From an optimization exercise on the open Yosys and OpenROAD flow, aimed at small area; shortcuts taken in it are not production practice. Function was checked by simulation only, so behaviour that the tests miss may differ from the original. Power is estimated from default activity; no workload was simulated.

==> flow/flow/run.sh <==
#!/bin/bash
# The standard layout, with smaller port buffers and a clock tree of
# clkbuf_8 leaves without dummy loads.
set -euo pipefail
export BUFFER_PORTS_ARGS="-buffer_cell sky130_fd_sc_hd__buf_1"
export CTS_ARGS="-sink_clustering_enable -repair_clock_nets -sink_clustering_size 16 -sink_clustering_max_diameter 70 -buf_list sky130_fd_sc_hd__clkbuf_8 -dont_use_dummy_load"
bash standard.sh > orfs_make.log 2>&1
==> flow/standard.sh <==
#!/bin/bash
# synth_recipe.tcl (not shown) runs the flow's synth.tcl, then flattens the netlist and writes it again
# the make line also repeats each setting of config.mk as NAME=value (left out here)
make -C /OpenROAD-flow-scripts/flow DESIGN_CONFIG=/design/flow/config.mk WORK_HOME=/design/flow/orfs CLKGATE_MAP_FILE= SYNTH_SCRIPT=/design/flow/synth_recipe.tcl "${@:-finish}"
==> flow/config.mk <==
export PLATFORM = sky130hd
export DESIGN_NAME = pdm_cic_bank
export DESIGN_NICKNAME = pdm_cic_bank
export VERILOG_FILES = /design/flow/design.v
export SDC_FILE = /design/flow/constraint.sdc
export NUM_CORES = 4
export LEC_CHECK = 0
export ABC_AREA = 1
export CAP_MARGIN = 20
export CORE_MARGIN = 2
export CORE_UTILIZATION = 60
export SLEW_MARGIN = 20
==> flow/constraint.sdc <==
create_clock -name core_clock -period 20.0 [get_ports {clk}]
set_input_delay 4.0000 -clock core_clock [delete_from_list [all_inputs] [get_ports {clk}]]
set_output_delay 4.0000 -clock core_clock [all_outputs]
set_load 0.01 [all_outputs]
==> flow/design.v <==
module pdm_cic_bank (
    input  wire        clk,
    input  wire        rst,
    input  wire        ratio,       
    input  wire        bit_valid,
    input  wire [15:0] bits,
    output reg         out_valid,
    output wire [3:0]  out_ch,
    output wire [31:0] out_data
);
  localparam SW = 116;
  reg  [2:0]  phase;       
  reg         clr;         
  reg         act;         
  reg  [2:0]  acnt;
  reg  [15:0] blat;        
  reg  [4:0]  icur;        
  reg         fin;         
  reg         ohalf;
  reg  [SW*8-1:0] ring_a, ring_b;
  wire [4:0] inext = ratio ? icur + 5'd1 : {1'b0, icur[3:0] + 4'd1};
  wire       shift = act && (icur == 5'd0);
  wire       sel_nxt = shift && !clr;
  wire       sel_cur = !shift && !clr;
  wire       ba = act && blat[{1'b0, phase}];
  wire [2:0] phm1 = phase - 3'd1;
  wire       bb = act && blat[{1'b1, phm1}];
  wire [5:0] cidx = {ratio, icur};
  wire [15:0] c0;
  assign c0[0] = 64'h7878787800007878 >> cidx;
  assign c0[1] = 64'h1fe01fe000001fe0 >> cidx;
  assign c0[2] = 64'h364fc9b00000364f >> cidx;
  assign c0[3] = 64'h12f642df000012f6 >> cidx;
  assign c0[4] = 64'h030d18460000030d >> cidx;
  assign c0[5] = 64'h0a51e34d00000a51 >> cidx;
  assign c0[6] = 64'h07fb636e000007fb >> cidx;
  assign c0[7] = 64'h01715cea00000171 >> cidx;
  assign c0[8] = 64'h00dfa653000000df >> cidx;
  assign c0[9] = 64'h0035e95a00000035 >> cidx;
  assign c0[10] = 64'h000cb0e70000000c >> cidx;
  assign c0[11] = 64'h0003957e00000003 >> cidx;
  assign c0[12] = 64'h0000732b00000000 >> cidx;
  assign c0[13] = 64'h00000f1900000000 >> cidx;
  assign c0[14] = 64'h000000f800000000 >> cidx;
  assign c0[15] = 64'h0000000700000000 >> cidx;
  wire [18:0] c1;
  assign c1[0] = 64'h0000000000000000 >> cidx;
  assign c1[1] = 64'h0000000000000000 >> cidx;
  assign c1[2] = 64'h7878787800008787 >> cidx;
  assign c1[3] = 64'h9867986700007986 >> cidx;
  assign c1[4] = 64'h4849b7b6000002e2 >> cidx;
  assign c1[5] = 64'h2792f6420000ce05 >> cidx;
  assign c1[6] = 64'h2011fb5a00007b6f >> cidx;
  assign c1[7] = 64'hacd5627500004a34 >> cidx;
  assign c1[8] = 64'h27930f970000a813 >> cidx;
  assign c1[9] = 64'h44896eb40000e3f0 >> cidx;
  assign c1[10] = 64'hc00f9b230000b3f0 >> cidx;
  assign c1[11] = 64'h82fa0690000096a5 >> cidx;
  assign c1[12] = 64'h01ac018f00007193 >> cidx;
  assign c1[13] = 64'h5530007f00000f8f >> cidx;
  assign c1[14] = 64'hcc9555550000007f >> cidx;
  assign c1[15] = 64'hc38ccccc00000000 >> cidx;
  assign c1[16] = 64'h3f83c3c300000000 >> cidx;
  assign c1[17] = 64'h007fc03f00000000 >> cidx;
  assign c1[18] = 64'h00003fff00000000 >> cidx;
  wire [19:0] c2;
  assign c2[0] = 64'h0000000000000000 >> cidx;
  assign c2[1] = 64'h7878787800007878 >> cidx;
  assign c2[2] = 64'h6798679800009867 >> cidx;
  assign c2[3] = 64'hce3031cf00003031 >> cidx;
  assign c2[4] = 64'h6d703ad900008fc5 >> cidx;
  assign c2[5] = 64'he780079d00000fc2 >> cidx;
  assign c2[6] = 64'h8c9fe4c50000a317 >> cidx;
  assign c2[7] = 64'h535feb2a0000c84c >> cidx;
  assign c2[8] = 64'ha053281700006b5b >> cidx;
  assign c2[9] = 64'head86d5c00005028 >> cidx;
  assign c2[10] = 64'h7fbb77fb00006858 >> cidx;
  assign c2[11] = 64'h5dc00ee800002792 >> cidx;
  assign c2[12] = 64'h9417a0a700001fe3 >> cidx;
  assign c2[13] = 64'he6b0359f00000003 >> cidx;
  assign c2[14] = 64'h5270392a00000003 >> cidx;
  assign c2[15] = 64'hce0fc1cc0000fffc >> cidx;
  assign c2[16] = 64'hc1fffe0f00000000 >> cidx;
  assign c2[17] = 64'hc000000f00000000 >> cidx;
  assign c2[18] = 64'hc000000f00000000 >> cidx;
  assign c2[19] = 64'h3ffffff000000000 >> cidx;
  wire [18:0] c3;
  assign c3[0] = 64'h0000000000000000 >> cidx;
  assign c3[1] = 64'h0000000000000000 >> cidx;
  assign c3[2] = 64'h7878787800008787 >> cidx;
  assign c3[3] = 64'h9867986700008679 >> cidx;
  assign c3[4] = 64'hb7b6484900001d02 >> cidx;
  assign c3[5] = 64'h09bd2792000081ce >> cidx;
  assign c3[6] = 64'h6b7e20110000db7b >> cidx;
  assign c3[7] = 64'hb91aacd50000b14a >> cidx;
  assign c3[8] = 64'ha7c3279300002057 >> cidx;
  assign c3[9] = 64'hb5da448900003f1e >> cidx;
  assign c3[10] = 64'h1367c00f00003f34 >> cidx;
  assign c3[11] = 64'h25817d05000095a7 >> cidx;
  assign c3[12] = 64'hc600d60300002638 >> cidx;
  assign c3[13] = 64'hf80032aa0000c7c0 >> cidx;
  assign c3[14] = 64'haaaaa4cc0000f800 >> cidx;
  assign c3[15] = 64'hccccc70f00000000 >> cidx;
  assign c3[16] = 64'h0f0f07f000000000 >> cidx;
  assign c3[17] = 64'hf00ff80000000000 >> cidx;
  assign c3[18] = 64'hfff0000000000000 >> cidx;
  wire [15:0] c4;
  assign c4[0] = 64'h7878787800007878 >> cidx;
  assign c4[1] = 64'h1fe01fe000001fe0 >> cidx;
  assign c4[2] = 64'h364fc9b00000c9b0 >> cidx;
  assign c4[3] = 64'hed09bd200000bd20 >> cidx;
  assign c4[4] = 64'h8862c3000000c300 >> cidx;
  assign c4[5] = 64'hcb1e294000002940 >> cidx;
  assign c4[6] = 64'hdb1b7f8000007f80 >> cidx;
  assign c4[7] = 64'h5cea3a0000003a00 >> cidx;
  assign c4[8] = 64'h2997ec000000ec00 >> cidx;
  assign c4[9] = 64'h6a5eb0000000b000 >> cidx;
  assign c4[10] = 64'h9c34c0000000c000 >> cidx;
  assign c4[11] = 64'hfaa7000000000000 >> cidx;
  assign c4[12] = 64'h5338000000000000 >> cidx;
  assign c4[13] = 64'h63c0000000000000 >> cidx;
  assign c4[14] = 64'h7c00000000000000 >> cidx;
  assign c4[15] = 64'h8000000000000000 >> cidx;
  wire [SW-1:0] head_a = ring_a[SW-1:0];
  wire [SW-1:0] head_b = ring_b[SW-1:0];
  wire [SW-1:0] new_a, new_b;
  wire [24:0] base_a0 = (head_a[24:0] & {25{sel_cur}}) | (head_a[49:25] & {25{sel_nxt}}) | ((ratio ? 25'd0 : 25'd0) & {25{clr}});
  cic_rca #(.W(25), .C(16)) u_add_a0 (.a(base_a0), .b(ba ? c0 : 16'd0), .s(new_a[24:0]));
  wire [24:0] base_a1 = (head_a[49:25] & {25{sel_cur}}) | (head_a[74:50] & {25{sel_nxt}}) | ((ratio ? 25'd16588720 : 25'd516536) & {25{clr}});
  cic_rca #(.W(25), .C(19)) u_add_a1 (.a(base_a1), .b(ba ? c1 : 19'd0), .s(new_a[49:25]));
  wire [24:0] base_a2 = (head_a[74:50] & {25{sel_cur}}) | ({2'd0, head_a[97:75]} & {25{sel_nxt}}) | ((ratio ? 25'd12507632 : 25'd374552) & {25{clr}});
  cic_rca #(.W(25), .C(20)) u_add_a2 (.a(base_a2), .b(ba ? c2 : 20'd0), .s(new_a[74:50]));
  wire [22:0] base_a3 = (head_a[97:75] & {23{sel_cur}}) | ({5'd0, head_a[115:98]} & {23{sel_nxt}}) | ((ratio ? 23'd3308816 : 23'd89768) & {23{clr}});
  cic_rca #(.W(23), .C(19)) u_add_a3 (.a(base_a3), .b(ba ? c3 : 19'd0), .s(new_a[97:75]));
  wire [17:0] base_a4 = (head_a[115:98] & {18{sel_cur}}) | (18'd0 & {18{sel_nxt}}) | ((ratio ? 18'd100688 : 18'd2184) & {18{clr}});
  cic_rca #(.W(18), .C(16)) u_add_a4 (.a(base_a4), .b(ba ? c4 : 16'd0), .s(new_a[115:98]));
  wire [24:0] base_b0 = (head_b[24:0] & {25{sel_cur}}) | (head_b[49:25] & {25{sel_nxt}}) | ((ratio ? 25'd0 : 25'd0) & {25{clr}});
  cic_rca #(.W(25), .C(16)) u_add_b0 (.a(base_b0), .b(bb ? c0 : 16'd0), .s(new_b[24:0]));
  wire [24:0] base_b1 = (head_b[49:25] & {25{sel_cur}}) | (head_b[74:50] & {25{sel_nxt}}) | ((ratio ? 25'd16588720 : 25'd516536) & {25{clr}});
  cic_rca #(.W(25), .C(19)) u_add_b1 (.a(base_b1), .b(bb ? c1 : 19'd0), .s(new_b[49:25]));
  wire [24:0] base_b2 = (head_b[74:50] & {25{sel_cur}}) | ({2'd0, head_b[97:75]} & {25{sel_nxt}}) | ((ratio ? 25'd12507632 : 25'd374552) & {25{clr}});
  cic_rca #(.W(25), .C(20)) u_add_b2 (.a(base_b2), .b(bb ? c2 : 20'd0), .s(new_b[74:50]));
  wire [22:0] base_b3 = (head_b[97:75] & {23{sel_cur}}) | ({5'd0, head_b[115:98]} & {23{sel_nxt}}) | ((ratio ? 23'd3308816 : 23'd89768) & {23{clr}});
  cic_rca #(.W(23), .C(19)) u_add_b3 (.a(base_b3), .b(bb ? c3 : 19'd0), .s(new_b[97:75]));
  wire [17:0] base_b4 = (head_b[115:98] & {18{sel_cur}}) | (18'd0 & {18{sel_nxt}}) | ((ratio ? 18'd100688 : 18'd2184) & {18{clr}});
  cic_rca #(.W(18), .C(16)) u_add_b4 (.a(base_b4), .b(bb ? c4 : 16'd0), .s(new_b[115:98]));
  always @(posedge clk) begin
    ring_a <= {new_a, ring_a[SW*8-1:SW]};
    ring_b <= {new_b, ring_b[SW*8-1:SW]};
    if (bit_valid) blat <= bits;
    if (rst) begin
      phase <= 3'd0;
      clr   <= 1'b1;
      act   <= 1'b0;
      acnt  <= 3'd0;
      icur  <= {ratio, 4'd14};
      fin   <= 1'b0;
      ohalf <= 1'b0;
      out_valid <= 1'b0;
    end else begin
      phase <= phase + 3'd1;
      if (phase == 3'd7) clr <= 1'b0;
      if (act && acnt == 3'd7) act <= 1'b0;
      acnt <= acnt + 3'd1;
      if (bit_valid) begin
        act  <= 1'b1;
        acnt <= 3'd0;
        icur <= inext;
        fin  <= (inext == {ratio, 4'd14});
      end
      if (phase == 3'd0) begin
        if (out_valid) begin
          if (ohalf) out_valid <= 1'b0;
          ohalf <= ~ohalf;
        end else if (act && fin) begin
          out_valid <= 1'b1;
        end
      end
    end
  end
  wire [SW-1:0] head_o = ohalf ? head_b : ring_a[SW*8-1:SW*7];
  wire [24:0] u0l = head_o[24:0];
  wire        u0h = ratio && (u0l == 25'd0) && head_o[49];
  wire [31:0] us = ratio ? {3'd0, u0h, u0l, 3'd0} : {3'd0, u0l[20:0], 8'd0};
  assign out_data = us - 32'h0800_0000;
  assign out_ch   = {ohalf, phm1};
endmodule
module cic_rca #(parameter W = 8, parameter C = 4) (
    input  wire [W-1:0] a,
    input  wire [C-1:0] b,
    output wire [W-1:0] s
);
  wire [W:0] c;
  assign c[0] = 1'b0;
  genvar k;
  generate
    for (k = 0; k < W; k = k + 1) begin : g_bit
      if (k < C) begin : g_fa
        assign s[k]   = a[k] ^ b[k] ^ c[k];
        assign c[k+1] = (a[k] & b[k]) | (c[k] & (a[k] ^ b[k]));
      end else begin : g_ha
        assign s[k]   = a[k] ^ c[k];
        assign c[k+1] = a[k] & c[k];
      end
    end
  endgenerate
endmodule
==> flow_summary_export.csv, run 1 <==
group,metric,value,unit
worst_setup_path,crit_path_category,"input port to register",
yosys,top_cells_by_count_synth,"sky130_fd_sc_hd__dfxtp_1, sky130_fd_sc_hd__nand2_1, sky130_fd_sc_hd__inv_1",
layout,layout-drive-gt1-share,4.887,%
timing,fin_hold_ws,0.2660,ns
yosys,postSynthCellCount,3905,
floorplan,die_area,85880,sq um
clock_network,clock_root_buffer,"sky130_fd_sc_hd__clkbuf_8",
timing,final_hold_viol_count,0,
timing,setup_viol,0,
worst_setup_path,rr_worst_depth,35,
layout,final_cell_area,53240,sq um
yosys,postSynth.asyncResetShare,0,%
worst_setup_path,timing.rr.end,"ring_a[886]$_DFF_P_",
global_route,grt_pass1_vias,26330,
placed_design,post-place-cells,4955,
timing,rsz0062_at_grt,"false",
timing,setup_tns,0,ns
power,finalPower,6.474,mW
floorplan,fp-row-count,106,
clock_network,tritoncts_num_sinks,1888,
power,static-leakage-power,22.37,nW
outcome,status,"timing/DRC/antenna clean",
timing,final.period_utilization,67.75,%
clock_network,clock_tree.buffer_depth,3,
power,power-per-cell-area,121.6,nW/um^2
drt,via_count,25700,
layout,fin_cells,5092,
worst_setup_path,worst_path_max_delay_cell,"sky130_fd_sc_hd__clkbuf_2",
drt,post-route-drc-count,0,
yosys,postSynth.topFlopCell,"sky130_fd_sc_hd__dfxtp_1",
drt,route.detailed.vias_per_inst,5.047,
placed_design,postPlaceCellArea,51360,sq um
drt,detail_route.iter0.violations,1781,
placed_design,post-dp-hpwl,78120,um
global_route,first_pass_grt_wire_length,162700,um
floorplan,chipWidth,293.1,um
clock_network,worst_setup_hold_path_clk_slew,0.10,ns
yosys,synth_edf_count,17,
yosys,synthesis.area,50130,sq um
worst_setup_path,cp_max_fo,31,
worst_setup_path,critical_path.endpoint_type,"register",
floorplan,boundaryPins,57,
clock_network,cts.hold.buffers_added,0,
power,worst_ir_drop_vdd,0.08573,mV
drt,wire_per_inst,21.68,um
timing,timing.fmax,73.80,MHz
floorplan,start_util,60.29,%
drt,wl,110400,um
floorplan,die_height,293.1,um
worst_setup_path,worst-endpoint-required,20.72,ns
min_path,timing.hold.worst.start,"ring_b[609]$_DFF_P_",
yosys,per_instance_average_area_after_synthesis,12.84,sq um
placed_design,gp_congestion,0.8975,
layout,final_net_count,4279,
yosys,area_share_of_the_leading_cell_type_in_the_synthesized_netlist,74.71,%
worst_setup_path,cpPeakStageDelay,0.56,ns
yosys,yosysWarnings,1,
placed_design,place_worst_setup_slack,5.661,ns
global_route,grt_remaining_overflow,0,
yosys,synth_seq_cells,1888,
yosys,ys_seq_area_share,75.73,%
yosys,synth_area_leaders,"sky130_fd_sc_hd__dfxtp_1, sky130_fd_sc_hd__fa_1, sky130_fd_sc_hd__nand2_1",
clock_network,cts-resized-gates,0,
timing,min_period,13.55,ns
min_path,holdPathEnd,"ring_b[493]$_DFF_P_",
min_path,worstHoldPathType,"register to register",
global_route,grt_util_all_layers,26.06,%
timing,final.setup.worst_slack,6.450,ns
worst_setup_path,worst_ep_arrival_time,14.27,ns
yosys,synthMostInstantiatedCell,"sky130_fd_sc_hd__dfxtp_1",
timing,maxSlewViolCount,0,
layout,area_growth,6.192,%
global_route,maximum_number_of_pins_on_one_net_before_global_route_repair,60,
drt,drtAntennaViolNets,0,
layout,final_core_utilization,64.02,%
clock_network,post-cts-setup-buffer-count,0,
clock_network,number_of_buffers_inserted_during_clock_tree_synthesis,136,
worst_setup_path,timing.critical_path.from_type,"input port",
floorplan,core_area,83160,sq um
min_path,worstHoldPathCells,0,
flow_run,maxCapViolations,0,
worst_setup_path,regToRegSetupSlack,8.53,ns
clock_network,cts_htree_levels,4,
clock_network,cts_tree,"built",
worst_setup_path,critical_path.reg2reg.startpoint,"icur[4]$_DFFE_PP_",
timing,finClkSkew,0.07074,ns
drt,detailedRoute.firstPassIterationCount,5,
worst_setup_path,crit_path_frequent_cell,"sky130_fd_sc_hd__fa_1",
timing,slew_headroom,26.34,%
global_route,antenna_found_initial,1,
clock_network,worst_skew_late_latency,0.85,ns
worst_setup_path,critPathLaunch,"ratio",
placed_design,number_of_input_and_output_port_buffers_inserted,53,
timing,worstMarginPinSlew,1.098,ns
yosys,netlist-cell-type-count,45,
yosys,synth.largest_area_cell,"sky130_fd_sc_hd__dfxtp_1",
-- per-layer routing --
metal	global-route usage [%]	vias up	share of wire [%]
li1	-	12210	-
met1	37.89	12560	47
met2	39.54	739	44
met3	4.228	184	5.8
met4	9.844	0	2.9
met5	0	-	0
-- area by class of cell --
| type | count | area (sq um) |
|---|---|---|
| Clock buffer | 136 | 1872 |
| Inverter | 403 | 1518 |
| Sequential cell | 1888 | 37970 |
| Fill cell | 6068 | 29920 |
| Tap cell | 1080 | 1351 |
| Antenna cell | 1 | 2.502 |
| Timing Repair Buffer | 93 | 500.5 |
| Multi-Input combinational cell | 1491 | 10020 |
-- flip-flops by register name, summed over array words and instances (netlist names) --
register,count
out_valid,1
clr,1
blat,16
ohalf,1
act,1
ring_b,928
fin,1
ring_a,928
phase,3
icur,5
acnt,3
-- where the power goes --
group	leakage (nW)	internal, mW	total, mW	switching [mW]
logic	5.76	0.106	0.403	0.297
registers	15.6	4.27	4.43	0.155
clock network	0.978	0.611	1.65	1.03
total	22.4	4.99	6.47	1.49
-- cells in the final DEF, fill, tap and decap left out, types with 3 or more instances in the layout --
| cell type | count |
|---|---|
| sky130_fd_sc_hd__a21oi_1 | 113 |
| sky130_fd_sc_hd__a22o_1 | 17 |
| sky130_fd_sc_hd__a22oi_1 | 3 |
| sky130_fd_sc_hd__a31oi_1 | 11 |
| sky130_fd_sc_hd__buf_1 | 52 |
| sky130_fd_sc_hd__buf_4 | 40 |
| sky130_fd_sc_hd__clkbuf_8 | 136 |
| sky130_fd_sc_hd__clkinv_1 | 3 |
| sky130_fd_sc_hd__conb_1 | 3 |
| sky130_fd_sc_hd__dfxtp_1 | 1869 |
| sky130_fd_sc_hd__edfxtp_1 | 17 |
| sky130_fd_sc_hd__fa_1 | 160 |
| sky130_fd_sc_hd__ha_1 | 86 |
| sky130_fd_sc_hd__inv_1 | 395 |
| sky130_fd_sc_hd__inv_2 | 3 |
| sky130_fd_sc_hd__nand2_1 | 550 |
| sky130_fd_sc_hd__nand3_1 | 66 |
| sky130_fd_sc_hd__nor2_1 | 140 |
| sky130_fd_sc_hd__nor3_1 | 9 |
| sky130_fd_sc_hd__o211ai_1 | 22 |
| sky130_fd_sc_hd__o21ai_0 | 164 |
| sky130_fd_sc_hd__o21ai_1 | 38 |
| sky130_fd_sc_hd__o22ai_1 | 68 |
| sky130_fd_sc_hd__o31ai_1 | 4 |
| sky130_fd_sc_hd__xnor2_1 | 5 |
| sky130_fd_sc_hd__xor2_1 | 7 |
-- worst max-delay path: cells and delay by family --
| kind | cells | cell delay, ns |
|---|---|---|
| compound gates | 1 | 0.20 |
| xor+xnor | 1 | 0.12 |
| fa+ha+maj | 23 | 7.82 |
| buf+inv | 5 | 1.51 |
| simple gates | 2 | 0.59 |
-- cells by family (layout without fill, tap and decap cells) --
family | Yosys count | count (layout) | synth area share, %
and+or+nand+nor | 779 | 779 | 6.130
adders and majority gates | 246 | 246 | 8.536
other | 1 | 4 | 0.007480
DFF | 1888 | 1888 | 75.73
xor gates and xnor gates | 12 | 12 | 0.2096
AOI/OAI and AO/OA | 449 | 449 | 5.027
muxes | 2 | 2 | 0.03993
buffers and inverters | 528 | 632 | 4.318
-- worst max path at each step --
stage | endpoint | depth (start not counted)
detailed placement | ring_a[885]$_DFF_P_ | 31
floorplan | ring_a[885]$_DFF_P_ | 30
finish | ring_a[886]$_DFF_P_ | 32
global route | ring_a[886]$_DFF_P_ | 32
CTS | ring_a[886]$_DFF_P_ | 32
global placement | ring_b[886]$_DFF_P_ | 32
==> run 2: changes to the inputs <==
==> flow/flow/run.sh (replaced) <==
#!/bin/bash
# The standard layout, with smaller port buffers and a clock tree of
# clkbuf_8 leaves without dummy loads.
set -euo pipefail
export BUFFER_PORTS_ARGS="-buffer_cell sky130_fd_sc_hd__buf_1"
export CTS_ARGS="-sink_clustering_enable -repair_clock_nets -sink_clustering_size 18 -sink_clustering_max_diameter 60 -buf_list sky130_fd_sc_hd__clkbuf_8 -dont_use_dummy_load"
bash standard.sh > orfs_make.log 2>&1
--- a/flow/config.mk
+++ b/flow/config.mk
@@ -7,6 +7,6 @@
 export LEC_CHECK = 0
 export ABC_AREA = 1
-export CAP_MARGIN = 20
+export CAP_MARGIN = 0
 export CORE_MARGIN = 2
 export CORE_UTILIZATION = 60
-export SLEW_MARGIN = 20
+export SLEW_MARGIN = 0
==> flow_summary_export.csv, run 2 <==
group,metric,value,unit
drt,post-route-drc-count,0,
timing,final_hold_viol_count,0,
worst_setup_path,worst_path_max_delay_cell,"sky130_fd_sc_hd__clkbuf_2",
power,power-per-cell-area,120.1,nW/um^2
yosys,synth.largest_area_cell,"sky130_fd_sc_hd__dfxtp_1",
layout,layout-drive-gt1-share,4.458,%
timing,slew_headroom,22.11,%
clock_network,tritoncts_num_sinks,1888,
drt,wl,109400,um
power,worst_ir_drop_vdd,0.09134,mV
worst_setup_path,crit_path_frequent_cell,"sky130_fd_sc_hd__fa_1",
global_route,antenna_found_initial,3,
timing,finClkSkew,0.1168,ns
yosys,postSynth.topFlopCell,"sky130_fd_sc_hd__dfxtp_1",
worst_setup_path,crit_path_category,"input port to register",
placed_design,number_of_input_and_output_port_buffers_inserted,53,
yosys,area_share_of_the_leading_cell_type_in_the_synthesized_netlist,74.71,%
yosys,synth_edf_count,17,
worst_setup_path,critical_path.endpoint_type,"register",
yosys,per_instance_average_area_after_synthesis,12.84,sq um
timing,setup_viol,0,
yosys,synth_area_leaders,"sky130_fd_sc_hd__dfxtp_1, sky130_fd_sc_hd__fa_1, sky130_fd_sc_hd__nand2_1",
yosys,postSynth.asyncResetShare,0,%
drt,drtAntennaViolNets,0,
clock_network,post-cts-setup-buffer-count,0,
drt,detailedRoute.firstPassIterationCount,6,
floorplan,core_area,83160,sq um
yosys,postSynthCellCount,3905,
drt,wire_per_inst,21.56,um
yosys,synthMostInstantiatedCell,"sky130_fd_sc_hd__dfxtp_1",
floorplan,boundaryPins,57,
global_route,first_pass_grt_wire_length,161100,um
timing,rsz0062_at_grt,"false",
yosys,ys_seq_area_share,75.73,%
clock_network,cts.hold.buffers_added,0,
flow_run,maxCapViolations,0,
clock_network,cts_htree_levels,3,
worst_setup_path,cp_max_fo,31,
yosys,synthesis.area,50130,sq um
floorplan,die_area,85880,sq um
yosys,netlist-cell-type-count,45,
layout,largestRegisters,"ring_a x928, ring_b x928, blat x16",
yosys,yosysWarnings,1,
worst_setup_path,crit_family,"adder cells",
timing,maxSlewViolCount,0,
layout,area_growth,5.708,%
min_path,worstHoldPathType,"register to register",
timing,setup_tns,0,ns
timing,fin_hold_ws,0.2754,ns
floorplan,die_height,293.1,um
outcome,status,"timing/DRC/antenna clean",
yosys,synth_seq_cells,1888,
layout,layout_common_cells,"sky130_fd_sc_hd__dfxtp_1, sky130_fd_sc_hd__nand2_1, sky130_fd_sc_hd__inv_1, sky130_fd_sc_hd__o21ai_0, sky130_fd_sc_hd__fa_1",
global_route,grt_util_all_layers,25.66,%
worst_setup_path,path_buf_inv,5,
yosys,top_cells_by_count_synth,"sky130_fd_sc_hd__dfxtp_1, sky130_fd_sc_hd__nand2_1, sky130_fd_sc_hd__inv_1",
timing,final.period_utilization,67.82,%
floorplan,chipWidth,293.1,um
timing,min_period,13.56,ns
clock_network,cts-resized-gates,0,
drt,route.detailed.vias_per_inst,5.043,
worst_setup_path,worst-endpoint-required,20.71,ns
placed_design,gp_congestion,0.8975,
global_route,grt_pass1_vias,25890,
floorplan,start_util,60.29,%
worst_setup_path,worst_ep_arrival_time,14.27,ns
worst_setup_path,timing.critical_path.from_type,"input port",
clock_network,clock_root_buffer,"sky130_fd_sc_hd__clkbuf_8",
clock_network,number_of_buffers_inserted_during_clock_tree_synthesis,118,
drt,detail_route.iter0.violations,1869,
power,static-leakage-power,22.24,nW
drt,via_count,25600,
floorplan,fp-row-count,106,
clock_network,clock_tree.buffer_depth,3,
placed_design,post-dp-hpwl,78120,um
layout,most_common_library_cell_in_the_layout_ignoring_fill_and_taps,"sky130_fd_sc_hd__dfxtp_1",
layout,final_net_count,4261,
clock_network,cts_tree,"built",
clock_network,worst_setup_hold_path_clk_slew,0.10,ns
global_route,maximum_number_of_pins_on_one_net_before_global_route_repair,60,
timing,timing.fmax,73.72,MHz
worst_setup_path,cpPeakStageDelay,0.55,ns
global_route,grt_remaining_overflow,0,
timing,worstMarginPinSlew,1.167,ns
clock_network,worst_skew_late_latency,0.79,ns
==> run 2: layout make-up <==
class / count / area [sq um]
multi-input cells: 1491 / 10020
fillers: 6083 / 30160
flip-flops and latches: 1888 / 37970
well taps: 1080 / 1351
diodes: 3 / 7.507
clock buffers: 118 / 1624
repair buffers: 93 / 500.5
inverters: 403 / 1518
==> run 2: worst reg2reg max path: cells and delay by family, from the launching register on <==
kind	cells	cell delay [ns]
AOI/OAI and AO/OA	1	0.48
xor gates and xnor gates	1	0.12
adders and majority gates	23	7.82
buffers and inverters	8	2.25
DFF	1	0.37
and+or+nand+nor	2	0.40
==> run 2: report_power, final <==
part / internal, mW / leakage (nW) / switching, mW / total (mW)
clock network: 0.527 / 0.848 / 1.01 / 1.54
logic: 0.106 / 5.76 / 0.297 / 0.403
registers: 4.27 / 15.6 / 0.153 / 4.42
==> run 2: stage by stage <==
step / worst slack [ns] / cells / power, mW / utilization (%) / area [sq um]
global placement: 5.814 / 4955 / 4.878 / 61.76 / 51360
CTS: 6.542 / 5073 / 6.414 / 63.72 / 52990
finish: 6.435 / 5076 / 6.365 / 63.73 / 52990
floorplan: 7.706 / 3907 / 4.659 / - / 50140
detailed placement: 5.661 / 4955 / 4.911 / 61.76 / 51360
global route: 6.132 / 5075 / 6.616 / 63.72 / 52990
==> run 2: cell families after synthesis <==
group,share of synthesized area [%]
flip-flops,75.73
buffers and inverters,4.318
XOR/XNOR,0.2096
other,0.007480
AO/OA/AOI/OAI,5.027
adder cells (fa/ha/maj),8.536
AND/OR/NAND/NOR,6.130
multiplexers,0.03993
==> run 2: final timing paths <==
| path | start | to | slack [ns] | depth (start not counted) |
|---|---|---|---|---|
| worst max register to register | icur[4]$_DFFE_PP_ | ring_a[886]$_DFF_P_ | 8.47 | 35 |
| worst min register to register | ring_b[891]$_DFF_P_ | ring_b[775]$_DFF_P_ | 0.28 | 0 |
| worst max-delay path | ratio | ring_a[886]$_DFF_P_ | 6.44 | 32 |
| worst min-delay path | ring_b[891]$_DFF_P_ | ring_b[775]$_DFF_P_ | 0.28 | 0 |
==> run 2: layer usage <==
metal  GRT usage (%)  share of wire (%)  wire [um]  up-vias
met2           39.10                 44      48180      736
met1           37.83                 47      51800    12480
met5               0              0.012         13        -
met3           4.418                5.9       6447      186
li1                -                  -          -    12190
met4           7.680                2.7       2973        2
==> run 3: changes to the inputs <==
==> flow/flow/run.sh (replaced) <==
#!/bin/bash
# The standard layout, with three changes:
#  - synthesis maps the logic with a stronger ABC area script (flow/abc_area.script);
#    the rest of the standard synthesis (synth_recipe.tcl) is unchanged, so the
#    registers and their names are the standard synthesis's;
#  - port buffers are buf_1;
#  - the clock tree uses clkbuf_8 with sink clusters of at most 18, no dummy loads.
set -euo pipefail
W=$PWD
cat > "$W/area_synth.tcl" <<EOT
# ABC with flow/abc_area.script in place of the ABC_AREA script; everything else
# is synth_recipe.tcl.
proc abc {args} {
  set i [lsearch -exact \$args -script]
  if {\$i >= 0} { lset args [expr {\$i + 1}] $W/flow/abc_area.script }
  yosys abc {*}\$args
}
source $W/synth_recipe.tcl
EOT
export BUFFER_PORTS_ARGS="-buffer_cell sky130_fd_sc_hd__buf_1"
export CTS_ARGS="-sink_clustering_enable -repair_clock_nets -sink_clustering_size 18 -sink_clustering_max_diameter 60 -buf_list sky130_fd_sc_hd__clkbuf_8 -dont_use_dummy_load"
bash standard.sh SYNTH_SCRIPT="$W/area_synth.tcl" finish > orfs_make.log 2>&1
==> flow/flow/abc_area.script (new file) <==
strash
dch -f
map -a -B 0.9
mfs2
strash
dch -f
map -a -B 0.9
mfs2
strash
dch -f
map -a -B 0.9
topo
stime -c
--- a/flow/config.mk
+++ b/flow/config.mk
@@ -9,4 +9,4 @@
 export CAP_MARGIN = 0
 export CORE_MARGIN = 2
-export CORE_UTILIZATION = 60
+export CORE_UTILIZATION = 50
 export SLEW_MARGIN = 0
==> flow_summary_export.csv, run 3 <==
group,metric,value,unit
outcome,status,"timing/DRC/antenna clean",
worst_setup_path,timing.critical_path.from_type,"input port",
placed_design,postPlaceCellArea,50800,sq um
clock_network,tritoncts_num_sinks,1888,
drt,route.detailed.vias_per_inst,4.815,
clock_network,worst_skew_late_latency,0.80,ns
drt,via_count,23960,
worst_setup_path,worst-endpoint-required,20.73,ns
worst_setup_path,cp_max_fo,30,
timing,final_hold_viol_count,0,
global_route,first_pass_grt_wire_length,152200,um
floorplan,core_area,96570,sq um
timing,final.period_utilization,65.86,%
yosys,synth.largest_area_cell,"sky130_fd_sc_hd__dfxtp_1",
placed_design,post-dp-hpwl,74540,um
worst_setup_path,critical_path.endpoint_type,"register",
yosys,synth_top_family_by_area,"adder cells",
yosys,share_of_the_synthesized_area_in_compound_gates_ao_oa_aoi_oai,5.986,%
power,static-leakage-power,20.26,nW
yosys,synth_seq_cells,1888,
clock_network,cts.hold.buffers_added,0,
drt,detailedRoute.firstPassIterationCount,5,
worst_setup_path,worst_path_max_delay_cell,"sky130_fd_sc_hd__fa_1",
placed_design,gp_congestion,0.9614,
clock_network,cts_tree,"built",
global_route,antenna_found_initial,3,
drt,met2_wirelength_from_detailed_routing,44220,um
worst_setup_path,worst_ep_arrival_time,13.90,ns
yosys,synth_fa_ha_area_share,8.783,%
yosys,synthMostInstantiatedCell,"sky130_fd_sc_hd__dfxtp_1",
yosys,postSynth.asyncResetShare,0,%
timing,rsz0062_at_grt,"false",
timing,slew_headroom,24.35,%
worst_setup_path,crit_family,"adder cells",
yosys,top_cells_by_count_synth,"sky130_fd_sc_hd__dfxtp_1, sky130_fd_sc_hd__clkinv_1, sky130_fd_sc_hd__nand2_1",
layout,final_core_utilization,54.32,%
yosys,area_share_of_and_or_nand_nor_cells_after_synthesis,4.273,%
drt,drtAntennaViolNets,0,
power,finalPower,6.335,mW
drt,wl,104300,um
clock_network,post-cts-setup-buffer-count,0,
yosys,per_instance_average_area_after_synthesis,13.97,sq um
worst_setup_path,path_buf_inv,6,
placed_design,place_worst_setup_slack,5.967,ns
clock_network,clock_root_buffer,"sky130_fd_sc_hd__clkbuf_8",
floorplan,die_area,99950,sq um
yosys,synth_edf_count,17,
clock_network,cts_htree_levels,3,
floorplan,chipWidth,316.2,um
clock_network,clock_tree.buffer_depth,3,
drt,detail_route.iter0.violations,1842,
power,worst_ir_drop_vdd,0.07003,mV
global_route,grt_util_all_layers,21.05,%
timing,setup_viol,0,
layout,largestRegisters,"ring_a x928, ring_b x928, blat x16",
worst_setup_path,crit_path_frequent_cell,"sky130_fd_sc_hd__fa_1",
timing,setup_tns,0,ns
floorplan,fp-row-count,114,
clock_network,cts-resized-gates,0,
drt,wl_met1,52220,um
floorplan,boundaryPins,57,
layout,final_net_count,3963,
layout,area_growth,7.663,%
floorplan,die_height,316.2,um
power,power-per-cell-area,120.8,nW/um^2
drt,top_layer,"met4",
yosys,synthesis.area,48720,sq um
yosys,ys_seq_area_share,77.93,%
drt,wl_met3,5126,um
timing,timing.fmax,75.91,MHz
timing,final.setup.worst_slack,6.827,ns
worst_setup_path,crit_path_category,"input port to register",
yosys,netlist-cell-type-count,37,
yosys,postSynthCellCount,3488,
floorplan,start_util,50.45,%
timing,worstMarginPinSlew,1.135,ns
timing,min_period,13.17,ns
layout,final_cell_area,52450,sq um
placed_design,number_of_input_and_output_port_buffers_inserted,53,
drt,wire_per_inst,20.97,um
global_route,grt_pass1_vias,23100,
flow_run,maxCapViolations,0,
worst_setup_path,cpPeakStageDelay,0.50,ns
yosys,yosysWarnings,1,
yosys,synth_area_leaders,"sky130_fd_sc_hd__dfxtp_1, sky130_fd_sc_hd__fa_1, sky130_fd_sc_hd__clkinv_1",
global_route,maximum_number_of_pins_on_one_net_before_global_route_repair,57,
layout,layout-drive-gt1-share,4.871,%
yosys,postSynth.topFlopCell,"sky130_fd_sc_hd__dfxtp_1",
timing,finClkSkew,0.07003,ns
layout,layout_common_cells,"sky130_fd_sc_hd__dfxtp_1, sky130_fd_sc_hd__clkinv_1, sky130_fd_sc_hd__nand2_1, sky130_fd_sc_hd__fa_1, sky130_fd_sc_hd__nor2_1",
yosys,muxShareOfSynthArea,0.1490,%
clock_network,worst_setup_hold_path_clk_slew,0.10,ns
layout,most_common_library_cell_in_the_layout_ignoring_fill_and_taps,"sky130_fd_sc_hd__dfxtp_1",
clock_network,number_of_buffers_inserted_during_clock_tree_synthesis,119,
yosys,synth-xor-area-share,0.2157,%
min_path,worstHoldPathType,"register to register",
yosys,area_share_of_the_leading_cell_type_in_the_synthesized_netlist,76.88,%
drt,post-route-drc-count,0,
global_route,grt_remaining_overflow,0,
timing,maxSlewViolCount,0,
[run 3: per-layer routing]
metal | global-route usage [%] | up-vias
li1 | - | 11560
met1 | 32.09 | 11690
met2 | 30.94 | 553
met3 | 3.303 | 157
met4 | 6.204 | 0
met5 | 0 | -
[run 3: logic make-up after synthesis]
group           count (synthesis)
flops                        1888
simple gates                  532
compound gates                463
buf+inv                       339
fa+ha+maj                     246
xor+xnor                       12
mux                             7
other cells                     1
[run 3: power by group]
group | internal, mW | switching, mW
sequential | 4.25 | 0.158
combinational | 0.105 | 0.265
clock | 0.532 | 1.02
[run 3: worst register-to-register path: cells and delay by family (launching register included)]
family / cells / cell delay [ns]
AO/OA/AOI/OAI: 1 / 0.62
XOR/XNOR: 1 / 0.11
buffers and inverters: 7 / 1.18
flip-flops: 1 / 0.29
AND/OR/NAND/NOR: 2 / 1.16
adder cells (fa/ha/maj): 24 / 8.40
[run 3: final timing paths]
check / cells past startpoint / to / start / slack [ns]
setup / recovery: 33 / ring_a[886]$_DFF_P_ / ratio / 6.83
hold / removal: 0 / ring_b[174]$_DFF_P_ / ring_b[290]$_DFF_P_ / 0.26
setup reg to reg: 35 / ring_b[886]$_DFF_P_ / icur[3]$_SDFFE_PP1P_ / 8.25
hold reg to reg: 0 / ring_b[174]$_DFF_P_ / ring_b[290]$_DFF_P_ / 0.26
[run 3: through the flow]
stage	hold slack [ns]	std cells
floorplan	0.3096	3490
global placement	0.3095	4852
detailed placement	0.3121	4852
CTS	0.2614	4971
global route	0.2529	4974
finish	0.2649	4976
[run 3: layout make-up]
class / count / area [sq um]
clock buffer: 119 / 1638
fill: 8050 / 44110
multi-input combinational: 1263 / 9492
antenna: 5 / 12.51
tap: 1276 / 1597
sequential: 1888 / 37970
timing repair buffer: 92 / 493.0
inverter: 333 / 1255
==> run 4: changes to the inputs <==
--- a/flow/config.mk
+++ b/flow/config.mk
@@ -9,4 +9,4 @@
 export CAP_MARGIN = 0
 export CORE_MARGIN = 2
-export CORE_UTILIZATION = 50
+export CORE_UTILIZATION = 60
 export SLEW_MARGIN = 0
==> flow_summary_export.csv, run 4 <==
group,metric,value,unit
outcome,status,"timing/DRC/antenna clean",
yosys,synth_area_leaders,"sky130_fd_sc_hd__dfxtp_1, sky130_fd_sc_hd__fa_1, sky130_fd_sc_hd__clkinv_1",
yosys,netlist-cell-type-count,37,
worst_setup_path,worst-endpoint-required,20.72,ns
placed_design,number_of_input_and_output_port_buffers_inserted,53,
clock_network,cts_tree,"built",
worst_setup_path,cpPeakStageDelay,0.45,ns
min_path,timing.hold.worst.start,"ring_a[391]$_DFF_P_",
placed_design,post-dp-hpwl,79070,um
timing,final.setup.worst_slack,6.490,ns
floorplan,die_area,83500,sq um
yosys,area_share_of_the_leading_cell_type_in_the_synthesized_netlist,76.88,%
power,worst_ir_drop_vdd,0.08961,mV
worst_setup_path,critPathLaunch,"ratio",
clock_network,clock_tree.buffer_depth,3,
clock_network,clock_root_buffer,"sky130_fd_sc_hd__clkbuf_8",
clock_network,tritoncts_num_sinks,1888,
global_route,grt_pass1_vias,25810,
worst_setup_path,timing.critical_path.from_type,"input port",
layout,layout-drive-gt1-share,4.793,%
timing,maxSlewViolCount,0,
drt,wire_per_inst,23.62,um
yosys,synth_seq_cells,1888,
yosys,yosysWarnings,1,
floorplan,start_util,60.58,%
drt,via_count,24630,
worst_setup_path,worst_ep_arrival_time,14.23,ns
timing,timing.fmax,74.02,MHz
worst_setup_path,worst_path_max_delay_cell,"sky130_fd_sc_hd__buf_4",
drt,route.detailed.vias_per_inst,5.179,
timing,worstMarginPinSlew,1.219,ns
worst_setup_path,crit_path_frequent_cell,"sky130_fd_sc_hd__fa_1",
clock_network,cts-resized-gates,0,
timing,setup_viol,0,
layout,final_net_count,3961,
flow_run,maxCapViolations,0,
layout,area_growth,7.068,%
clock_network,cts.hold.buffers_added,0,
timing,rsz0062_at_grt,"false",
drt,detail_route.iter0.violations,1595,
timing,min_period,13.51,ns
timing,slew_headroom,16.66,%
clock_network,worst_setup_hold_path_clk_slew,0.10,ns
placed_design,postPlaceCellArea,50550,sq um
floorplan,fp-row-count,104,
timing,setup_tns,0,ns
global_route,first_pass_grt_wire_length,165400,um
power,power-per-cell-area,121.7,nW/um^2
yosys,synthMostInstantiatedCell,"sky130_fd_sc_hd__dfxtp_1",
yosys,postSynth.asyncResetShare,0,%
global_route,maximum_number_of_pins_on_one_net_before_global_route_repair,77,
drt,drtAntennaViolNets,0,
timing,final_hold_viol_count,0,
layout,largestRegisters,"ring_a x928, ring_b x928, blat x16",
clock_network,number_of_buffers_inserted_during_clock_tree_synthesis,117,
yosys,per_instance_average_area_after_synthesis,13.97,sq um
floorplan,core_area,80420,sq um
clock_network,cts_htree_levels,3,
drt,detailedRoute.firstPassIterationCount,5,
timing,fin_hold_ws,0.2630,ns
global_route,grt_util_all_layers,27.27,%
drt,post-route-drc-count,0,
yosys,top_cells_by_count_synth,"sky130_fd_sc_hd__dfxtp_1, sky130_fd_sc_hd__clkinv_1, sky130_fd_sc_hd__nand2_1",
floorplan,die_height,289.0,um
global_route,antenna_found_initial,4,
layout,most_common_library_cell_in_the_layout_ignoring_fill_and_taps,"sky130_fd_sc_hd__dfxtp_1",
worst_setup_path,critical_path.reg2reg.startpoint,"icur[2]$_SDFFE_PP1P_",
min_path,worstHoldPathType,"register to register",
drt,wl,112300,um
worst_setup_path,crit_path_category,"input port to register",
clock_network,post-cts-setup-buffer-count,0,
layout,final_cell_area,52160,sq um
worst_setup_path,cp_max_fo,26,
clock_network,worst_skew_late_latency,0.76,ns
global_route,grt_remaining_overflow,0,
worst_setup_path,critical_path.endpoint_type,"register",
yosys,postSynth.topFlopCell,"sky130_fd_sc_hd__dfxtp_1",
yosys,synth.largest_area_cell,"sky130_fd_sc_hd__dfxtp_1",
placed_design,gp_congestion,0.9551,
floorplan,chipWidth,289.0,um
timing,finClkSkew,0.1362,ns
placed_design,place_worst_setup_slack,5.688,ns
yosys,ys_seq_area_share,77.93,%
floorplan,boundaryPins,57,
layout,layout_common_cells,"sky130_fd_sc_hd__dfxtp_1, sky130_fd_sc_hd__clkinv_1, sky130_fd_sc_hd__nand2_1, sky130_fd_sc_hd__fa_1, sky130_fd_sc_hd__nor2_1",
power,static-leakage-power,20.25,nW
yosys,synthesis.area,48720,sq um
yosys,postSynthCellCount,3488,
timing,final.period_utilization,67.55,%
yosys,synth_edf_count,17,
==> run 4: critical path: cells and delay by family <==
family	cells	cell delay, ns
compound gates	2	0.47
simple gates	2	0.29
buf+inv	7	2.06
xor+xnor	1	0.14
fa+ha+maj	20	7.24
==> run 4: final timing paths <==
check             depth (start not counted)  slack, ns                   to
setup / recovery                         32       6.49  ring_a[886]$_DFF_P_
hold / removal                            0       0.26  ring_a[275]$_DFF_P_
setup reg to reg                         35       8.12  ring_b[886]$_DFF_P_
hold reg to reg                           0       0.26  ring_a[275]$_DFF_P_
==> run 4: area by class of cell <==
| class | count | area, sq um |
|---|---|---|
| Tap cell | 1060 | 1326 |
| Fill cell | 5735 | 28250 |
| Multi-Input combinational cell | 1263 | 9492 |
| Clock buffer | 117 | 1610 |
| Antenna cell | 3 | 7.507 |
| Timing Repair Buffer | 92 | 505.5 |
| Sequential cell | 1888 | 37970 |
| Inverter | 333 | 1255 |
==> run 4: per-layer routing <==
| metal | wire length [um] | global-route usage (%) | vias up |
|---|---|---|---|
| li1 | - | - | 11550 |
| met1 | 48500 | 35.66 | 12200 |
| met2 | 54390 | 46.29 | 655 |
| met3 | 5169 | 4.008 | 224 |
| met4 | 4233 | 10.26 | 4 |
| met5 | 27 | 0 | - |
==> run 4: logic make-up after synthesis <==
family,share of synthesized area (%)
buffers and inverters,2.658
muxes,0.1490
adders and majority gates,8.783
other,0.007697
xor gates and xnor gates,0.2157
AOI/OAI and AO/OA,5.986
DFF,77.93
and+or+nand+nor,4.273
==> run 4: metrics by stage <==
stage / power (mW) / util (%) / cells
floorplan: 4.619 / - / 3490
global placement: 4.867 / 62.85 / 4636
detailed placement: 4.887 / 62.85 / 4636
CTS: 6.394 / 64.86 / 4753
global route: 6.580 / 64.86 / 4755
finish: 6.351 / 64.87 / 4756
==> run 4: report_power, final <==
group          switching, mW  internal, mW  total, mW
combinational          0.277         0.105      0.382
clock                   1.02         0.523       1.54
sequential             0.174          4.25       4.43
total                   1.47          4.88       6.35
==> run 5: changes to the inputs <==
--- a/flow/flow/run.sh
+++ b/flow/flow/run.sh
@@ -5,5 +5,5 @@
 #    registers and their names are the standard synthesis's;
 #  - port buffers are buf_1;
-#  - the clock tree uses clkbuf_8 with sink clusters of at most 18, no dummy loads.
+#  - the clock tree uses clkbuf_4 and clkbuf_8 with sink clusters of at most 12, no dummy loads.
 set -euo pipefail
 W=$PWD
@@ -19,4 +19,4 @@
 EOT
 export BUFFER_PORTS_ARGS="-buffer_cell sky130_fd_sc_hd__buf_1"
-export CTS_ARGS="-sink_clustering_enable -repair_clock_nets -sink_clustering_size 18 -sink_clustering_max_diameter 60 -buf_list sky130_fd_sc_hd__clkbuf_8 -dont_use_dummy_load"
+export CTS_ARGS='-sink_clustering_enable -repair_clock_nets -sink_clustering_size 12 -sink_clustering_max_diameter 50 -buf_list {sky130_fd_sc_hd__clkbuf_4 sky130_fd_sc_hd__clkbuf_8} -dont_use_dummy_load'
 bash standard.sh SYNTH_SCRIPT="$W/area_synth.tcl" finish > orfs_make.log 2>&1
==> flow_summary_export.csv, run 5 <==
group,metric,value,unit
outcome,status,"timing/DRC/antenna clean",
power,power-per-cell-area,126.1,nW/um^2
clock_network,cts-resized-gates,0,
layout,seqCellArea,37970,sq um
clock_network,cts_htree_levels,4,
drt,route.detailed.vias_per_inst,5.192,
timing,worstMarginPinSlew,1.116,ns
layout,fin_cells,4816,
timing,final.setup.worst_slack,6.613,ns
drt,detailedRoute.firstPassIterationCount,7,
global_route,first_pass_grt_wire_length,167700,um
worst_setup_path,critical_path.reg2reg.startpoint,"icur[2]$_SDFFE_PP1P_",
drt,wire_per_inst,23.55,um
global_route,grt_remaining_overflow,0,
yosys,area_share_of_the_leading_cell_type_in_the_synthesized_netlist,76.88,%
timing,final_hold_viol_count,0,
global_route,grt_use_met2,46.60,%
yosys,postSynth.asyncResetShare,0,%
clock_network,tritoncts_num_sinks,1888,
floorplan,boundaryPins,57,
placed_design,post-place-cells,4636,
timing,min_period,13.39,ns
clock_network,number_of_buffers_inserted_during_clock_tree_synthesis,177,
layout,multiInputGateArea,9492,sq um
timing,slew_headroom,23.64,%
global_route,grt_util_all_layers,27.80,%
yosys,per_instance_average_area_after_synthesis,13.97,sq um
yosys,synth_seq_cells,1888,
placed_design,number_of_input_and_output_port_buffers_inserted,53,
timing,final.period_utilization,66.94,%
floorplan,core_area,80420,sq um
clock_network,worst_skew_late_latency,0.86,ns
yosys,top_cells_by_count_synth,"sky130_fd_sc_hd__dfxtp_1, sky130_fd_sc_hd__clkinv_1, sky130_fd_sc_hd__nand2_1",
worst_setup_path,crit_family,"adder cells",
worst_setup_path,critPathLaunch,"ratio",
timing,rsz0062_at_grt,"false",
floorplan,chipWidth,289.0,um
drt,wl,113400,um
layout,area_growth,8.762,%
global_route,busiest_layer,"met2",
yosys,postSynth.topFlopCell,"sky130_fd_sc_hd__dfxtp_1",
worst_setup_path,crit_path_category,"input port to register",
worst_setup_path,worst-endpoint-required,20.75,ns
worst_setup_path,path_buf_inv,7,
worst_setup_path,cp_max_fo,26,
yosys,synth.largest_area_cell,"sky130_fd_sc_hd__dfxtp_1",
global_route,grt.met1_usage,35.86,%
drt,detail_route.iter0.violations,1572,
power,static-leakage-power,20.68,nW
yosys,synthesis.area,48720,sq um
worst_setup_path,critical_path.endpoint_type,"register",
layout,largestRegisters,"ring_a x928, ring_b x928, blat x16",
min_path,timing.hold.worst.start,"ring_a[267]$_DFF_P_",
floorplan,die_area,83500,sq um
timing,maxSlewViolCount,0,
layout,layout-drive-gt1-share,6.315,%
yosys,synthMostInstantiatedCell,"sky130_fd_sc_hd__dfxtp_1",
yosys,synth_edf_count,17,
clock_network,worst_setup_hold_path_clk_slew,0.07,ns
timing,setup_viol,0,
floorplan,die_height,289.0,um
global_route,use_met3,5.520,%
layout,final_net_count,4021,
drt,post-route-drc-count,0,
yosys,postSynthCellCount,3488,
layout,layout_common_cells,"sky130_fd_sc_hd__dfxtp_1, sky130_fd_sc_hd__clkinv_1, sky130_fd_sc_hd__nand2_1, sky130_fd_sc_hd__clkbuf_8, sky130_fd_sc_hd__fa_1",
flow_run,maxCapViolations,0,
clock_network,clock_tree.buffer_depth,3,
clock_network,clock_root_buffer,"sky130_fd_sc_hd__clkbuf_8",
worst_setup_path,worst_path_max_delay_cell,"sky130_fd_sc_hd__buf_4",
worst_setup_path,regToRegSetupSlack,8.10,ns
placed_design,gp_congestion,0.9551,
worst_setup_path,cpPeakStageDelay,0.46,ns
layout,final_cell_area,52990,sq um
placed_design,post-dp-hpwl,79070,um
layout,fill_cells,5592,
placed_design,postPlaceCellArea,50550,sq um
worst_setup_path,crit_path_frequent_cell,"sky130_fd_sc_hd__fa_1",
drt,via_count,25010,
global_route,maximum_number_of_pins_on_one_net_before_global_route_repair,77,
worst_setup_path,timing.critical_path.from_type,"input port",
clock_network,cts.hold.buffers_added,0,
timing,timing.fmax,74.70,MHz
placed_design,place_worst_setup_slack,5.688,ns
yosys,synth_area_leaders,"sky130_fd_sc_hd__dfxtp_1, sky130_fd_sc_hd__fa_1, sky130_fd_sc_hd__clkinv_1",
worst_setup_path,worst_ep_arrival_time,14.14,ns
yosys,netlist-cell-type-count,37,
clock_network,cts_tree,"built",
timing,finClkSkew,0.08137,ns
global_route,grt_pass1_vias,26390,
floorplan,start_util,60.58,%
floorplan,fp-row-count,104,
power,finalPower,6.680,mW
min_path,worstHoldPathType,"register to register",
global_route,antenna_found_initial,3,
layout,most_common_library_cell_in_the_layout_ignoring_fill_and_taps,"sky130_fd_sc_hd__dfxtp_1",
yosys,yosysWarnings,1,
timing,setup_tns,0,ns
drt,drtAntennaViolNets,0,
power,worst_ir_drop_vdd,0.1001,mV
yosys,ys_seq_area_share,77.93,%
clock_network,post-cts-setup-buffer-count,0,
## run 5: through the flow
stage / utilization [%] / hold WS, ns
after floorplan: - / 0.3096
after global placement: 62.85 / 0.3096
after detailed placement: 62.85 / 0.3121
after CTS: 65.88 / 0.2578
after global routing: 65.89 / 0.2615
final: 65.89 / 0.2674
## run 5: cell type report
class,count,area share [%]
inverter,333,2.368
timing repair buffer,92,0.9539
antenna,3,0.01417
multi-input combinational,1263,17.91
tap,1060,2.503
sequential,1888,71.65
clock buffer,177,4.597
## run 5: power by group
part / switching [mW] / internal, mW
Combinational: 0.275 / 0.105
Clock: 1.08 / 0.786
Sequential: 0.174 / 4.25
Total: 1.53 / 5.15
## run 5: layer usage
layer | routed length (um) | vias up
met5 | 13 | -
met4 | 3852 | 2
met3 | 5635 | 217
met2 | 55260 | 694
met1 | 48640 | 12440
li1 | - | 11660
## run 5: cells by family after synthesis
kind of cell,synth area share [%]
AO/OA/AOI/OAI,5.986
adder cells (fa/ha/maj),8.783
buffers and inverters,2.658
other,0.007697
multiplexers,0.1490
flip-flops,77.93
AND/OR/NAND/NOR,4.273
XOR/XNOR,0.2157
## run 5: worst paths after layout
| path | endpoint | cells past startpoint |
|---|---|---|
| max | ring_a[886]$_DFF_P_ | 32 |
| min | ring_a[151]$_DFF_P_ | 0 |
| max reg2reg | ring_b[886]$_DFF_P_ | 35 |
| min reg2reg | ring_a[151]$_DFF_P_ | 0 |
## run 5: worst register-to-register path, delay by kind of cell, from the launching register on
| kind | cells | cell delay, ns |
|---|---|---|
| adders and majority gates | 24 | 8.41 |
| buffers and inverters | 7 | 1.25 |
| and+or+nand+nor | 2 | 1.40 |
| DFF | 1 | 0.32 |
| xor gates and xnor gates | 1 | 0.11 |
| AOI/OAI and AO/OA | 1 | 0.38 |
==> run 6: changes to the inputs <==
--- a/flow/flow/run.sh
+++ b/flow/flow/run.sh
@@ -5,5 +5,5 @@
 #    registers and their names are the standard synthesis's;
 #  - port buffers are buf_1;
-#  - the clock tree uses clkbuf_4 and clkbuf_8 with sink clusters of at most 12, no dummy loads.
+#  - the clock tree uses clkbuf_8 with sink clusters of at most 20, no dummy loads.
 set -euo pipefail
 W=$PWD
@@ -19,4 +19,4 @@
 EOT
 export BUFFER_PORTS_ARGS="-buffer_cell sky130_fd_sc_hd__buf_1"
-export CTS_ARGS='-sink_clustering_enable -repair_clock_nets -sink_clustering_size 12 -sink_clustering_max_diameter 50 -buf_list {sky130_fd_sc_hd__clkbuf_4 sky130_fd_sc_hd__clkbuf_8} -dont_use_dummy_load'
+export CTS_ARGS="-sink_clustering_enable -repair_clock_nets -sink_clustering_size 20 -sink_clustering_max_diameter 60 -buf_list sky130_fd_sc_hd__clkbuf_8 -dont_use_dummy_load"
 bash standard.sh SYNTH_SCRIPT="$W/area_synth.tcl" finish > orfs_make.log 2>&1
==> flow_summary_export.csv, run 6 <==
group,metric,value,unit
worst_setup_path,worst_path_max_delay_cell,"sky130_fd_sc_hd__fa_1",
floorplan,die_area,83500,sq um
yosys,postSynthCellCount,3488,
layout,fill_cells,5758,
power,sw_frac_of_total,23.01,%
global_route,grt.met1_usage,35.75,%
flow_run,maxCapViolations,0,
timing,min_period,13.43,ns
worst_setup_path,critical_path.endpoint_type,"register",
power,power_switching,1.445,mW
yosys,per_instance_average_area_after_synthesis,13.97,sq um
yosys,netlist-cell-type-count,37,
layout,area_growth,6.762,%
worst_setup_path,cpPeakStageDelay,0.46,ns
worst_setup_path,rr_worst_depth,35,
drt,detailedRoute.firstPassIterationCount,5,
power,pwr-share-clk,23.5,%
layout,most_common_library_cell_in_the_layout_ignoring_fill_and_taps,"sky130_fd_sc_hd__dfxtp_1",
layout,layout-drive-gt1-share,4.508,%
clock_network,cts_tree,"built",
clock_network,tritoncts_num_sinks,1888,
floorplan,start_util,60.58,%
global_route,grt_util_all_layers,27.00,%
power,internal_power,4.835,mW
drt,drtAntennaViolNets,0,
clock_network,cts-resized-gates,0,
floorplan,core_area,80420,sq um
min_path,worstHoldPathType,"register to register",
yosys,area_share_of_the_leading_cell_type_in_the_synthesized_netlist,76.88,%
timing,setup_viol,0,
power,p_seq_share,70.5,%
clock_network,clock_tree.buffer_depth,3,
worst_setup_path,worst_ep_arrival_time,14.14,ns
yosys,synthMostInstantiatedCell,"sky130_fd_sc_hd__dfxtp_1",
global_route,grt_pass1_vias,25510,
clock_network,cts_htree_levels,3,
layout,final_net_count,3950,
drt,post-route-drc-count,0,
power,power-per-cell-area,120.7,nW/um^2
min_path,timing.hold.worst.start,"ring_b[827]$_DFF_P_",
placed_design,post-dp-hpwl,79070,um
yosys,yosysWarnings,1,
yosys,synth_edf_count,17,
worst_setup_path,timing.rr.end,"ring_b[886]$_DFF_P_",
clock_network,cts.hold.buffers_added,0,
floorplan,chipWidth,289.0,um
timing,final_hold_viol_count,0,
layout,layout_common_cells,"sky130_fd_sc_hd__dfxtp_1, sky130_fd_sc_hd__clkinv_1, sky130_fd_sc_hd__nand2_1, sky130_fd_sc_hd__fa_1, sky130_fd_sc_hd__nor2_1",
worst_setup_path,critical_path.reg2reg.startpoint,"icur[2]$_SDFFE_PP1P_",
min_path,holdPathEnd,"ring_b[711]$_DFF_P_",
drt,via_count,24600,
floorplan,boundaryPins,57,
global_route,use_met3,4.008,%
drt,wl,110800,um
worst_setup_path,worst-endpoint-required,20.71,ns
drt,detail_route.iter0.violations,1546,
timing,timing.fmax,74.46,MHz
worst_setup_path,timing.critical_path.from_type,"input port",
min_path,worstHoldPathCells,0,
worst_setup_path,cp_max_fo,26,
power,comb_power_share,6.0,%
yosys,top_cells_by_count_synth,"sky130_fd_sc_hd__dfxtp_1, sky130_fd_sc_hd__clkinv_1, sky130_fd_sc_hd__nand2_1",
timing,finClkSkew,0.1137,ns
yosys,postSynth.asyncResetShare,0,%
layout,largestRegisters,"ring_a x928, ring_b x928, blat x16",
placed_design,gp_congestion,0.9551,
drt,route.detailed.vias_per_inst,5.182,
floorplan,die_height,289.0,um
yosys,synth_seq_cells,1888,
global_route,grt_remaining_overflow,0,
global_route,busiest_layer,"met2",
outcome,status,"timing/DRC/antenna clean",
timing,maxSlewViolCount,0,
power,worst_ir_drop_vdd,0.09763,mV
global_route,first_pass_grt_wire_length,163900,um
worst_setup_path,crit_path_frequent_cell,"sky130_fd_sc_hd__fa_1",
timing,setup_tns,0,ns
clock_network,worst_setup_hold_path_clk_slew,0.11,ns
global_route,grt_use_met2,45.37,%
placed_design,post-place-cells,4636,
drt,wire_per_inst,23.34,um
yosys,synth.largest_area_cell,"sky130_fd_sc_hd__dfxtp_1",
yosys,synthesis.area,48720,sq um
yosys,postSynth.topFlopCell,"sky130_fd_sc_hd__dfxtp_1",
placed_design,number_of_input_and_output_port_buffers_inserted,53,
timing,final.period_utilization,67.15,%
yosys,ys_seq_area_share,77.93,%
timing,worstMarginPinSlew,1.222,ns
power,static-leakage-power,20.17,nW
clock_network,worst_skew_late_latency,0.79,ns
clock_network,clock_root_buffer,"sky130_fd_sc_hd__clkbuf_8",
timing,rsz0062_at_grt,"false",
global_route,antenna_found_initial,3,
floorplan,fp-row-count,104,
worst_setup_path,regToRegSetupSlack,8.16,ns
worst_setup_path,crit_path_category,"input port to register",
global_route,maximum_number_of_pins_on_one_net_before_global_route_repair,77,
clock_network,post-cts-setup-buffer-count,0,
layout,fin_cells,4746,
yosys,synth_area_leaders,"sky130_fd_sc_hd__dfxtp_1, sky130_fd_sc_hd__fa_1, sky130_fd_sc_hd__clkinv_1",
clock_network,number_of_buffers_inserted_during_clock_tree_synthesis,106,
timing,slew_headroom,16.43,%
-- run 6: cell counts after synthesis --
No cell type changed its count.
-- run 6: area by class of cell --
class	instances	area, sq um	area share (%)
Tap cell	1060	1326	2.550
Antenna cell	4	10.01	0.01924
Timing Repair Buffer	92	505.5	0.9718
Inverter	333	1255	2.413
Clock buffer	106	1459	2.805
Multi-Input combinational cell	1263	9492	18.25
Sequential cell	1888	37970	72.99
-- run 6: cells by family after synthesis --
| logic type | after synthesis | synth area share (%) |
|---|---|---|
| fa+ha+maj | 246 | 8.783 |
| compound gates | 463 | 5.986 |
| xor+xnor | 12 | 0.2157 |
| simple gates | 532 | 4.273 |
| buf+inv | 339 | 2.658 |
| flops | 1888 | 77.93 |
| other cells | 1 | 0.007697 |
| mux | 7 | 0.1490 |
-- run 6: routing by layer --
| metal | part of all wire, % | vias to the layer above |
|---|---|---|
| met5 | 0.012 | - |
| met4 | 3.7 | 2 |
| met3 | 4.8 | 199 |
| met2 | 48 | 652 |
| met1 | 43 | 12220 |
| li1 | - | 11520 |
-- run 6: stage by stage --
stage | utilization (%) | hold WS (ns) | power, mW | area [sq um] | setup slack (ns)
2_1_floorplan | - | 0.3096 | 4.619 | 48730 | 3.926
3_3_place_gp | 62.85 | 0.3096 | 4.867 | 50550 | 5.865
3_5_place_dp | 62.85 | 0.3121 | 4.887 | 50550 | 5.688
4_1_cts | 64.67 | 0.2425 | 6.330 | 52000 | 6.591
5_1_grt | 64.68 | 0.2512 | 6.518 | 52010 | 6.220
6_report | 64.68 | 0.2585 | 6.280 | 52010 | 6.570
-- run 6: worst max-delay path by stage --
stage                                     from             endpoint  slack [ns]  cells past startpoint
final                                    ratio  ring_a[886]$_DFF_P_        6.57                     32
after global routing                     ratio  ring_b[886]$_DFF_P_        6.22                     32
after CTS                                ratio  ring_b[886]$_DFF_P_        6.59                     32
after detailed placement                 ratio  ring_b[886]$_DFF_P_        5.69                     32
after global placement                   ratio  ring_b[886]$_DFF_P_        5.86                     32
after floorplan           icur[3]$_SDFFE_PP1P_  ring_b[886]$_DFF_P_        3.93                     31
-- run 6: power by group through the flow --
stage               clock network, mW  registers [mW]  logic (mW)
global route                     1.64            4.47       0.409
global placement                    0            4.49       0.376
CTS                              1.52            4.43       0.379
finish                           1.48            4.42       0.379
floorplan                           0            4.42       0.202
detailed placement                  0            4.51       0.374
-- run 6: critical path: cells and delay by family --
family                   cells  cell delay (ns)
buffers and inverters        7             2.05
AND/OR/NAND/NOR              2             0.29
adder cells (fa/ha/maj)     20             7.15
XOR/XNOR                     1             0.13
AO/OA/AOI/OAI                2             0.46

-- re-timing with driven ports --
The flow's constraints put no driver on any port. The routed layouts listed below were extracted and timed again, unchanged, in two steps.
Step 1: set_driving_cell puts a clkbuf_16 on clk and a buf_2 on each other input, an assumption about the parent block.
Step 2, shift: input delay + t, output delay - t, t = (earliest + latest rising clock arrival at the registers) / 2. This alone moves slack from input paths to output paths.
Slacks: ideal ports / drivers / drivers and shift; pairs: ideal ports / drivers.
run | shift t [ns] | slack for setup (ns) | worst setup path after step 2 | worst slew at a driven data input, ns | cell pins on the clock port's net
run 1 | 0.873 | 6.450 / 6.476 / 5.602 | input to register | 0.04 | 1
run 2 | 0.805 | 6.435 / 6.462 / 5.657 | input to register | 0.04 | 1
run 3 | 0.812 | 6.827 / 6.860 / 6.047 | input to register | 0.05 | 1
run 4 | 0.778 | 6.490 / 6.538 / 5.759 | input to register | 0.12 | 1
run 5 | 0.875 | 6.613 / 6.664 / 5.789 | input to register | 0.11 | 1
run 6 | 0.802 | 6.570 / 6.614 / 5.812 | input to register | 0.12 | 1
After both steps setup and hold are still met in every run listed. The setup slack of run 1, which loses most, moves by +0.026 ns with the drivers and by -0.848 ns with both steps.
